Context: an optimization exercise on an open-source flow, tuned for small area, a short achievable clock period and few clock cycles per item. The choices shown serve that exercise and are no tape-out recipe. Only simulation tests tie the RTL to the original design; equivalence was not proved.

==> xenon: inputs <==
// comp_core
module comp_core (
    input  wire        clk,
    input  wire        rst,           
    input  wire        smp_valid,
    input  wire [9:0]  smp_code,
    input  wire        preset,
    input  wire [23:0] preset_duty,
    input  wire        start,
    output wire        ready,
    output reg         done,
    output wire [23:0] duty,
    output wire [18:0] cmp,
    input  wire [1:0]  wavg,
    input  wire [19:0] b0,
    input  wire [19:0] b1,
    input  wire [19:0] b2,
    input  wire [19:0] c1,
    input  wire [19:0] c2,
    input  wire [3:0]  gshift,
    input  wire [15:0] dmax,
    input  wire [25:0] d_ff,
    input  wire [11:0] top,
    input  wire [8:0]  trim
);
Settings: LEC_CHECK=0, CAP_MARGIN=20, CORE_MARGIN=2, CORE_UTILIZATION=40, SLEW_MARGIN=20; clock period 19.0 ns.
standard.sh (not shown) runs the stock make flow with config.mk's settings and CLKGATE_MAP_FILE= SYNTH_SCRIPT=/design/flow/synth_recipe.tcl, a recipe that flattens the netlist after the stock synthesis.
==> flow/flow/run.sh <==
#!/bin/bash
# Standard synthesis, then the standard flow's own layout with a larger setup repair
# margin (aimed at the worst path only), so that timing repair works toward
# a shorter period than the clock, and the smallest buffer on the ports.
set -euo pipefail
bash standard.sh synth > synth.log 2>&1
bash standard.sh SETUP_SLACK_MARGIN=14 TNS_END_PERCENT=0 \
    'BUFFER_PORTS_ARGS=-buffer_cell sky130_fd_sc_hd__buf_1' finish > layout.log 2>&1
==> nickel (differences from xenon) <==
--- a/flow/design.v
+++ b/flow/design.v
@@ -20,40 +20,42 @@
     input  wire [15:0] dmax,
     input  wire [25:0] d_ff,
     input  wire [11:0] top,
     input  wire [8:0]  trim
 );
     localparam [3:0] S_IDLE = 4'd0, S_P1 = 4'd1, S_P2 = 4'd2, S_P3 = 4'd3,
                      S_PC1 = 4'd4, S_PC2 = 4'd5, S_PT = 4'd6,
                      S_FU1 = 4'd7, S_FU2 = 4'd8, S_FV1 = 4'd9, S_FUC = 4'd10,
-                     S_CK = 4'd11;
+                     S_CK = 4'd11, S_FV2 = 4'd12;
     localparam signed [26:0] V_MAX = 27'sh3FFFFFF;
     localparam signed [26:0] V_MIN = -27'sh4000000;
     reg [3:0] state;
     reg       byp;          
+    reg       ld_cpa;       
+    reg       ld_max;       
     reg       corr_r;       
     reg       clo_r;        
+    reg       d0_r;         
     reg [9:0] hist [0:7];
     reg [9:0] smp_p;
     reg       smp_pv;
     reg [3:0] wsel_r;       
     reg signed [29:0] u;
     reg signed [26:0] v1, v2;
     reg signed [9:0]  e1, e2;
     reg signed [27:0] opa;
     reg        [9:0]  bn_r, bo_r, bt_r;    
     reg        [47:0] acc;
-    reg        [3:0]  gsh_r;
     reg        [15:0] dmax_r;
     reg signed [25:0] dff_r;
-    reg        [11:0] te_r;               
     reg        [14:0] top5_r;             
     reg signed [8:0]  trim_r;
-    assign ready = (state == S_IDLE);
+    reg    ready_r;
+    assign ready = ready_r;
     assign duty  = opa[23:0];
     wire       wn2 = ~wsel_r[0];
     wire       wn4 = wsel_r[2] | wsel_r[3];
     wire       wn8 = wsel_r[3];
     wire [9:0] hg1 = wn2 ? hist[1] : 10'd0;
     wire [9:0] hg2 = wn4 ? hist[2] : 10'd0;
     wire [9:0] hg3 = wn4 ? hist[3] : 10'd0;
     wire [9:0] hg4 = wn8 ? hist[4] : 10'd0;
@@ -1296,59 +1298,60 @@
     wire        d_zero = (a_mac[23:0] == 24'd0);
     wire        d_mid  = ((a_mac[23:11] != 13'd0) & (a_mac[23:20] != 4'hF)) | d_zero;
     wire        cz_ck = (t == $signed({{12{trim_r[8]}}, trim_r}));
     wire        th_ck = t > $signed({2'd0, tcap});
     reg         cz_r, thi_r;
     assign cmp = (cz_r | t[20]) ? 19'd0 : thi_r ? tcap : t[18:0];
     wire [11:0] top_eff = (top < 12'd100) ? 12'd100 :
                           (top > 12'd4000) ? 12'd4000 : top;
-    wire [14:0] top5 = {3'd0, te_r} + {1'b0, te_r, 2'd0};
+    wire [14:0] top5 = {3'd0, top_eff} + {1'b0, top_eff, 2'd0};
     reg [3:0] nstate;
     always @(*) begin
         nstate = state;
         case (state)
             S_IDLE:  if (start) nstate = S_P1;
             S_P1:    nstate = S_P2;
             S_P2:    nstate = S_P3;
             S_P3:    nstate = S_PC1;
             S_PC1:   nstate = !bad1 ? S_PC2 : corr ? S_FU1 : S_FUC;
             S_FU1:   nstate = S_FU2;
             S_FU2:   nstate = S_PC1;
             S_FUC:   nstate = S_PC1;
             S_PC2:   nstate = bad2 ? S_FV1 : S_PT;
             S_FV1:   nstate = S_PC2;
-            S_PT:    nstate = bad3 ? S_PT : d_mid ? S_IDLE : S_CK;
+            S_PT:    nstate = bad3 ? S_FV2 : d_mid ? S_IDLE : S_CK;
+            S_FV2:   nstate = S_PT;
             S_CK:    nstate = S_IDLE;
             default: nstate = S_IDLE;
         endcase
         if (rst)
             nstate = S_IDLE;
     end
     wire byp_next = (state == S_P3) | (state == S_PC1) | (state == S_PC2);
     wire [7:0] ms_next = {
         (state == S_P1) | (state == S_P2),                        
         state == S_IDLE,                                          
         (state == S_P3) | (state == S_FU2) | (state == S_FUC),    
         (state == S_PC1) | (state == S_FV1),                      
-        (state == S_PC2) | (state == S_PT),                       
+        (state == S_PC2) | (state == S_PT) | (state == S_FV2),    
         state == S_IDLE,                                          
         (state == S_P3) | (state == S_FU2) | (state == S_FUC),    
         (state == S_PC1) | (state == S_FV1)};                     
     wire [6:0] pu_next = {
         nstate == S_PC1, nstate == S_PC2, nstate == S_PT, nstate == S_FU1,
         nstate == S_FU2, nstate == S_FV1, nstate == S_FUC};
     wire        sh_acc = (state == S_IDLE);
     wire [9:0]  sh_e   = sh_acc ? e2 : e1;
-    wire [3:0]  sh_g   = sh_acc ? gshift : gsh_r;
     reg  [27:0] a_next;
     always @(*) begin
         case (state)
-            S_IDLE, S_P1, S_P2, S_P3: a_next = eshift(sh_e, sh_g);
-            S_PT:    a_next = !bad3 ? opa : (a_ovf & asum[29]) ? 28'd0 : {4'd0, lim};
+            S_IDLE, S_P1, S_P2, S_P3: a_next = eshift(sh_e, gshift);
+            S_PT:    a_next = opa;
+            S_FV2:   a_next = d0_r ? 28'd0 : {4'd0, lim};
             S_CK:    a_next = opa;
             default: a_next = asum[27:0];
         endcase
     end
     reg [19:0] b_next;
     always @(*) begin
         case (state)
             S_IDLE:  b_next = b2;
@@ -1357,33 +1360,34 @@
             S_P3, S_FU1, S_FU2, S_FUC: b_next = c1;
             S_PC1, S_FV1: b_next = c2;
             default: b_next = {5'd0, top5_r};
         endcase
     end
     wire b_neg = (state == S_IDLE) | (state == S_P1) | (state == S_P2);
     integer i;
     always @(posedge clk) begin
-        gsh_r  <= gshift;
         dmax_r <= dmax;
         dff_r  <= d_ff;
-        te_r   <= top_eff;
         top5_r <= top5;
         trim_r <= trim;
         wsel_r <= 4'b0001 << wavg;
         acc    <= mac_sum;
         {bn_r, bo_r, bt_r} <= benc(b_next, b_neg);
-        opa    <= (state == S_P3) | (state == S_PC1) ? mac_sum[45:18] :
-                  (state == S_PC2) ? (mac_sum[45:18] & {28{~mac_sum[47]}}) : a_next;
+        opa    <= ld_cpa ? mac_sum[45:18] :
+                  ld_max ? (mac_sum[45:18] & {28{~mac_sum[47]}}) : a_next;
         cz_r   <= (state == S_CK) ? cz_ck : d_zero;
         thi_r  <= (state == S_CK) & th_ck;
         state  <= nstate;
         ms     <= ms_next;
         pu     <= pu_next;
         byp    <= byp_next;
+        ld_cpa <= (nstate == S_P3) | (nstate == S_PC1);
+        ld_max <= (nstate == S_PC2);
+        ready_r <= (nstate == S_IDLE);
         if (rst) begin
             done  <= 1'b0;
             u     <= 30'sd0;
             v1    <= 27'sd0;
             v2    <= 27'sd0;
             e1    <= 10'sd0;
             e2    <= 10'sd0;
             for (i = 0; i < 8; i = i + 1)
@@ -1426,16 +1430,18 @@
                 S_FU1: begin
                     u <= asum[29] ? 30'sd0 : c_hi ? $signed({6'd0, lim}) : asum;
                 end
                 S_PC2: begin
                     if (byp)
                         v1 <= a_sat;
                 end
                 S_PT: begin
-                    if (byp)
-                        v2 <= a_sat;
+                    if (byp) begin
+                        v2   <= a_sat;
+                        d0_r <= a_ovf & asum[29];
+                    end
                 end
                 default: ;
             endcase
         end
     end
 endmodule
==> flow/flow/run.sh (replaced) <==
#!/bin/bash
# Standard synthesis, then the standard flow's own layout with a larger setup repair
# margin (aimed at the worst path only), so that timing repair works toward
# a shorter period than the clock, the smallest buffer on the ports, and
# placement without routability-driven cell inflation.
set -euo pipefail
bash standard.sh synth > synth.log 2>&1
bash standard.sh SETUP_SLACK_MARGIN=14 TNS_END_PERCENT=0 \
    'BUFFER_PORTS_ARGS=-buffer_cell sky130_fd_sc_hd__buf_1' \
    GPL_ROUTABILITY_DRIVEN=0 finish > layout.log 2>&1
==> impl_metrics.toml <==
[outcome]
status = "finished clean"

[cells_and_area]
inv_count = 500
finalNetCount = 5745
final_util_pct = 46.7

[route]
dr_wl_met3_um = 20300

[placement]
hpwl_um = 116000

[global_route]
use_met1_pct = 40.8

[clocking]
cts_resized = 173

[die]
core_area_sq_um = 102000

[setup_path]
crit_path_max_fanout = 53
critical_path.top_delay_family = "compound AO/OA/AOI/OAI gates"
the above is filed under xenon

==> impl_metrics.toml <==
[setup_path]
crit_path_max_fanout = 21
critical_path.top_delay_family = "adder cells"

[route]
dr_wl_met3_um = 20300

[cells_and_area]
finalNetCount = 5678
inv_count = 539
final_util_pct = 45.7
multi_input_cells = 3466

[placement]
hpwl_um = 115000

[global_route]
use_met1_pct = 39.5

[outcome]
status = "finished clean"

[die]
core_area_sq_um = 102000

[clocking]
cts_resized = 152
the above is filed under nickel

Testbench counts of xenon, summed over its fixed seeds: cycles 22,640, items 3,200.
Testbench counts of nickel, summed over its fixed seeds: cycles 22,650, items 3,200.

* * *

==> inputs of run H <==
Another version of the RTL of comp_core (not shown whole).
clock: 19.0 ns
lec_check: 0
cap_margin: 20
core_margin: 2
core_utilization: 40
slew_margin: 20
==> flow/flow/run.sh <==
#!/bin/bash
# Standard synthesis, then the standard flow's own layout with a larger setup repair
# margin, so that timing repair works toward a shorter period than the clock.
set -euo pipefail
bash standard.sh synth > synth.log 2>&1
bash standard.sh SETUP_SLACK_MARGIN=13 TNS_END_PERCENT=0 finish > layout.log 2>&1
==> run M: changes against run H <==
--- a/flow/design.v
+++ b/flow/design.v
@@ -222,34 +222,25 @@
                 benc[q]    = (bx[2*q+2] & ~bx[2*q+1] & ~bx[2*q]) |
                              (~bx[2*q+2] & bx[2*q+1] & bx[2*q]);
             end
         end
     endfunction
     function automatic [27:0] eshift(input [10:0] e, input [3:0] g);
         eshift = $signed({{17{e[10]}}, e}) <<< g;
     endfunction
-    wire st_p3  = (state == S_P3);
-    wire st_pc  = (state == S_PC1) | (state == S_PC2);
-    wire use_acc = (state == S_P2) | st_p3 | (state == S_U) | (state == S_UT1) |
-                   (state == S_UT2);
+    reg  [6:0] ms;
     wire psgn = opa[27] ^ bn_r[9];
     wire [17:0] rnd_pc = {~psgn, {17{psgn}}};
-    reg  [47:0] x_row;
-    always @(*) begin
-        case (state)
-            S_P3:    x_row = {6'd0, u, 18'h20000};
-            S_UT2:   x_row = {{30{1'b1}}, 18'd0};
-            S_PC1:   x_row = {{3{v1[26]}}, v1, rnd_pc};
-            S_PC2:   x_row = {{3{v2[26]}}, v2, rnd_pc};
-            S_PT:    x_row = {{19{trim_r[8]}}, trim_r, 1'b1, 19'd0};
-            default: x_row = 48'd0;
-        endcase
-    end
-    wire [47:0] acc_g = use_acc ? acc : 48'd0;
+    wire [47:0] x_row = ({48{ms[5]}} & {6'd0, u, 18'h20000}) |
+                        ({48{ms[4]}} & {{30{1'b1}}, 18'd0}) |
+                        ({48{ms[3]}} & {{3{v1[26]}}, v1, rnd_pc}) |
+                        ({48{ms[2]}} & {{3{v2[26]}}, v2, rnd_pc}) |
+                        ({48{ms[1]}} & {{19{trim_r[8]}}, trim_r, 1'b1, 19'd0});
+    wire [47:0] acc_g = {48{ms[6]}} & acc;
     wire bn0 = bn_r[0];
     wire bo0 = bo_r[0];
     wire bt0 = bt_r[0];
     wire bn1 = bn_r[1];
     wire bo1 = bo_r[1];
     wire bt1 = bt_r[1];
     wire bn2 = bn_r[2];
     wire bo2 = bo_r[2];
@@ -1338,32 +1329,64 @@
             S_U:         b_next = (u_tie | c_hi) ? 20'd0 : c1;
             S_UL:        b_next = c1;
             S_V1:        b_next = c2;
             S_V2, S_PT:  b_next = {5'd0, top5_r};
             default:     b_next = 20'd0;
         endcase
     end
     wire b_neg = (state == S_IDLE) | (state == S_P1) | (state == S_P2);
+    reg [3:0] nstate;
+    always @(*) begin
+        nstate = state;
+        case (state)
+            S_IDLE:  if (start) nstate = S_P1;
+            S_P1:    nstate = S_P2;
+            S_P2:    nstate = S_P3;
+            S_P3:    nstate = S_U;
+            S_U:     nstate = u_tie ? S_UT1 : c_hi ? S_UL : S_PC1;
+            S_UT1:   nstate = asum[27] ? S_UT2 : S_U;    
+            S_UT2:   nstate = S_U;
+            S_UL:    nstate = S_PC1;
+            S_PC1:   nstate = S_V1;
+            S_V1:    nstate = S_PC2;
+            S_PC2:   nstate = S_V2;
+            S_V2:    nstate = S_PT;
+            S_PT:    if (!c_hi) nstate = S_IDLE;
+            default: nstate = S_IDLE;
+        endcase
+        if (rst)
+            nstate = S_IDLE;
+    end
+    wire [6:0] ms_next = {
+        (nstate == S_P2) | (nstate == S_P3) | (nstate == S_U) |
+            (nstate == S_UT1) | (nstate == S_UT2),                
+        nstate == S_P3,                                           
+        nstate == S_UT2,                                          
+        nstate == S_PC1,                                          
+        nstate == S_PC2,                                          
+        nstate == S_PT,                                           
+        1'b0};
     integer i;
     always @(posedge clk) begin
         gsh_r  <= gshift;
         dmax_r <= dmax;
         dff_r  <= d_ff;
         top_r  <= top;
         trim_r <= trim;
         top5_r <= top5;
         wavg_r <= wavg;
         acc    <= mac_sum;
         {bn_r, bo_r, bt_r} <= benc(b_next, b_neg);
         opa    <= a_next;
         cz_r   <= cz_pt;
         thi_r  <= ~th_pt[20];
+        state  <= nstate;
+        ms     <= ms_next;
         if (rst) begin
-            state <= S_IDLE;
             done  <= 1'b0;
             u     <= 24'd0;
             v1    <= 27'sd0;
             v2    <= 27'sd0;
             e1    <= 11'sd0;
             e2    <= 11'sd0;
             for (i = 0; i < 8; i = i + 1)
                 hist[i] <= 10'd512;
@@ -1377,71 +1400,40 @@
                 for (i = 1; i < 8; i = i + 1)
                     hist[i] <= hist[i-1];
             end
             case (state)
                 S_IDLE: begin
                     tie_done <= 1'b0;
                     if (start) begin
                         e2    <= e1;
-                        state <= S_P1;
                     end else if (preset) begin
                         u  <= preset_duty;
                         v1 <= $signed({3'd0, preset_duty});
                         v2 <= $signed({3'd0, preset_duty});
                         e1 <= 11'sd0;
                         e2 <= 11'sd0;
                     end
                 end
                 S_P1: begin
                     e1    <= nerr_now;
-                    state <= S_P2;
-                end
-                S_P2: begin
-                    state <= S_P3;
-                end
-                S_P3: begin
-                    state <= S_U;
                 end
                 S_U: begin
-                    if (u_tie) begin
-                        state <= S_UT1;
-                    end else if (c_hi) begin
-                        state <= S_UL;
-                    end else begin
-                        u     <= s[29] ? 24'd0 : s[23:0];
-                        state <= S_PC1;
-                    end
+                    if (!u_tie && !c_hi)
+                        u <= s[29] ? 24'd0 : s[23:0];
                 end
                 S_UT1: begin
                     tie_done <= 1'b1;
-                    state    <= asum[27] ? S_UT2 : S_U;
-                end
-                S_UT2: begin
-                    state <= S_U;
                 end
                 S_UL: begin
                     u     <= lim;
-                    state <= S_PC1;
-                end
-                S_PC1: begin
-                    state <= S_V1;
                 end
                 S_V1: begin
                     v1    <= s_sat;
-                    state <= S_PC2;
-                end
-                S_PC2: begin
-                    state <= S_V2;
                 end
                 S_V2: begin
                     v2    <= s_sat;
-                    state <= S_PT;
-                end
-                S_PT: begin
-                    if (!c_hi)
-                        state <= S_IDLE;
                 end
-                default: state <= S_IDLE;
+                default: ;
             endcase
         end
     end
 endmodule
==> flow/flow/run.sh (replaced) <==
#!/bin/bash
# Standard synthesis, then the standard flow's own layout with a larger setup repair
# margin, so that timing repair works toward a shorter period than the clock.
set -euo pipefail
bash standard.sh synth > synth.log 2>&1
bash standard.sh SETUP_SLACK_MARGIN=14 TNS_END_PERCENT=0 finish > layout.log 2>&1
==> summary.txt <==
RUN STATUS
-------------------------------------------------------------
Outcome                              timing/DRC/antenna clean

LAYOUT
-------------------------------------------------------------
Fraction of area in registers                           18.0%

GLOBAL ROUTING
-------------------------------------------------------------
GR Layer Usage met3                                     5.87%

TIMING
-------------------------------------------------------------
Transition time of the tightest slew-check pin        1.06 ns

WORST SETUP PATH
-------------------------------------------------------------
Data required time of the critical path              19.54 ns
End point of the critical path                        acc[43]
Sequence of cells on the critical path           buf_6 -> xor2_4 -> o21a_4 -> buf_12 -> buf_8 -> buf_4 -> xor2_2 -> xor2_1 -> fa_1 -> fa_1 -> fa_1 -> ha_2 -> a21oi_2 -> o211ai_1 -> nor4_4 -> o31ai_2 -> buf_4 -> a31o_4 -> a221o_1 -> a2111oi_4 -> buf_4 -> o41ai_2 -> xnor2_1

DRT
-------------------------------------------------------------
Met3 routed WL                                       14100 um
DR WL met2                                           65300 um

SYNTH
-------------------------------------------------------------
Count of state elements after synthesis                   393

CLOCK TREE
-------------------------------------------------------------
Buffers inserted by post-CTS timing repair                 14

DIE
-------------------------------------------------------------
Vertical die dimension                                 318 um

[end of results for run M]
==> summary.txt <==
RUN STATUS
---------------------------------------------------------
Outcome                          timing/DRC/antenna clean

SYNTH
---------------------------------------------------------
Count of state elements after synthesis               387

WORST SETUP PATH
---------------------------------------------------------
Data required time of the critical path          19.49 ns
End point of the critical path                    acc[36]

DRT
---------------------------------------------------------
DR WL met2                                       66600 um
Met3 routed WL                                   17200 um

CLOCK TREE
---------------------------------------------------------
Buffers inserted by post-CTS timing repair             45

GLOBAL ROUTING
---------------------------------------------------------
GR Layer Usage met3                                 7.97%

[end of results for run H]
Testbench counts of run H, summed over its fixed seeds: cycles 32,093, items 3,200.
Testbench counts of run M, summed over its fixed seeds: cycles 32,093, items 3,200.

-- static timing again, ports no longer ideal --
How much do the figures lean on ideal ports? The routed layouts below were timed once more, with nothing changed but the port constraints. Step 1, drivers: a clkbuf_16 drives clk and a buf_2 each remaining input, both assumed. Step 2 times the ports against the registers' clock, not the clock port: input delays grow and output delays shrink by t, the midpoint of the rising clock arrivals with the driver on. a / b / c = no drivers / after step 1 / after step 2; a / b = the first two.
run	t, ns	slack for setup (ns)	hold slack, ns	worst setup path at the end	worst data-port slew with drivers (ns)
xenon	0.693	12.103 / 12.103 / 11.960	0.378 / 0.378 / 0.378	input to register	0.08
nickel	0.690	12.217 / 12.217 / 11.746	0.456 / 0.456 / 0.456	input to register	0.12
run H	0.686	12.727 / 12.727 / 12.163	0.463 / 0.463 / 0.463	input to register	0.06
run M	0.720	12.810 / 12.768 / 12.496	0.465 / 0.465 / 0.465	input to register	0.14
After both steps every run listed still meets setup and hold. For run H, which loses most, drivers alone change the setup slack by 0.000 ns; drivers and shift together by -0.564 ns.
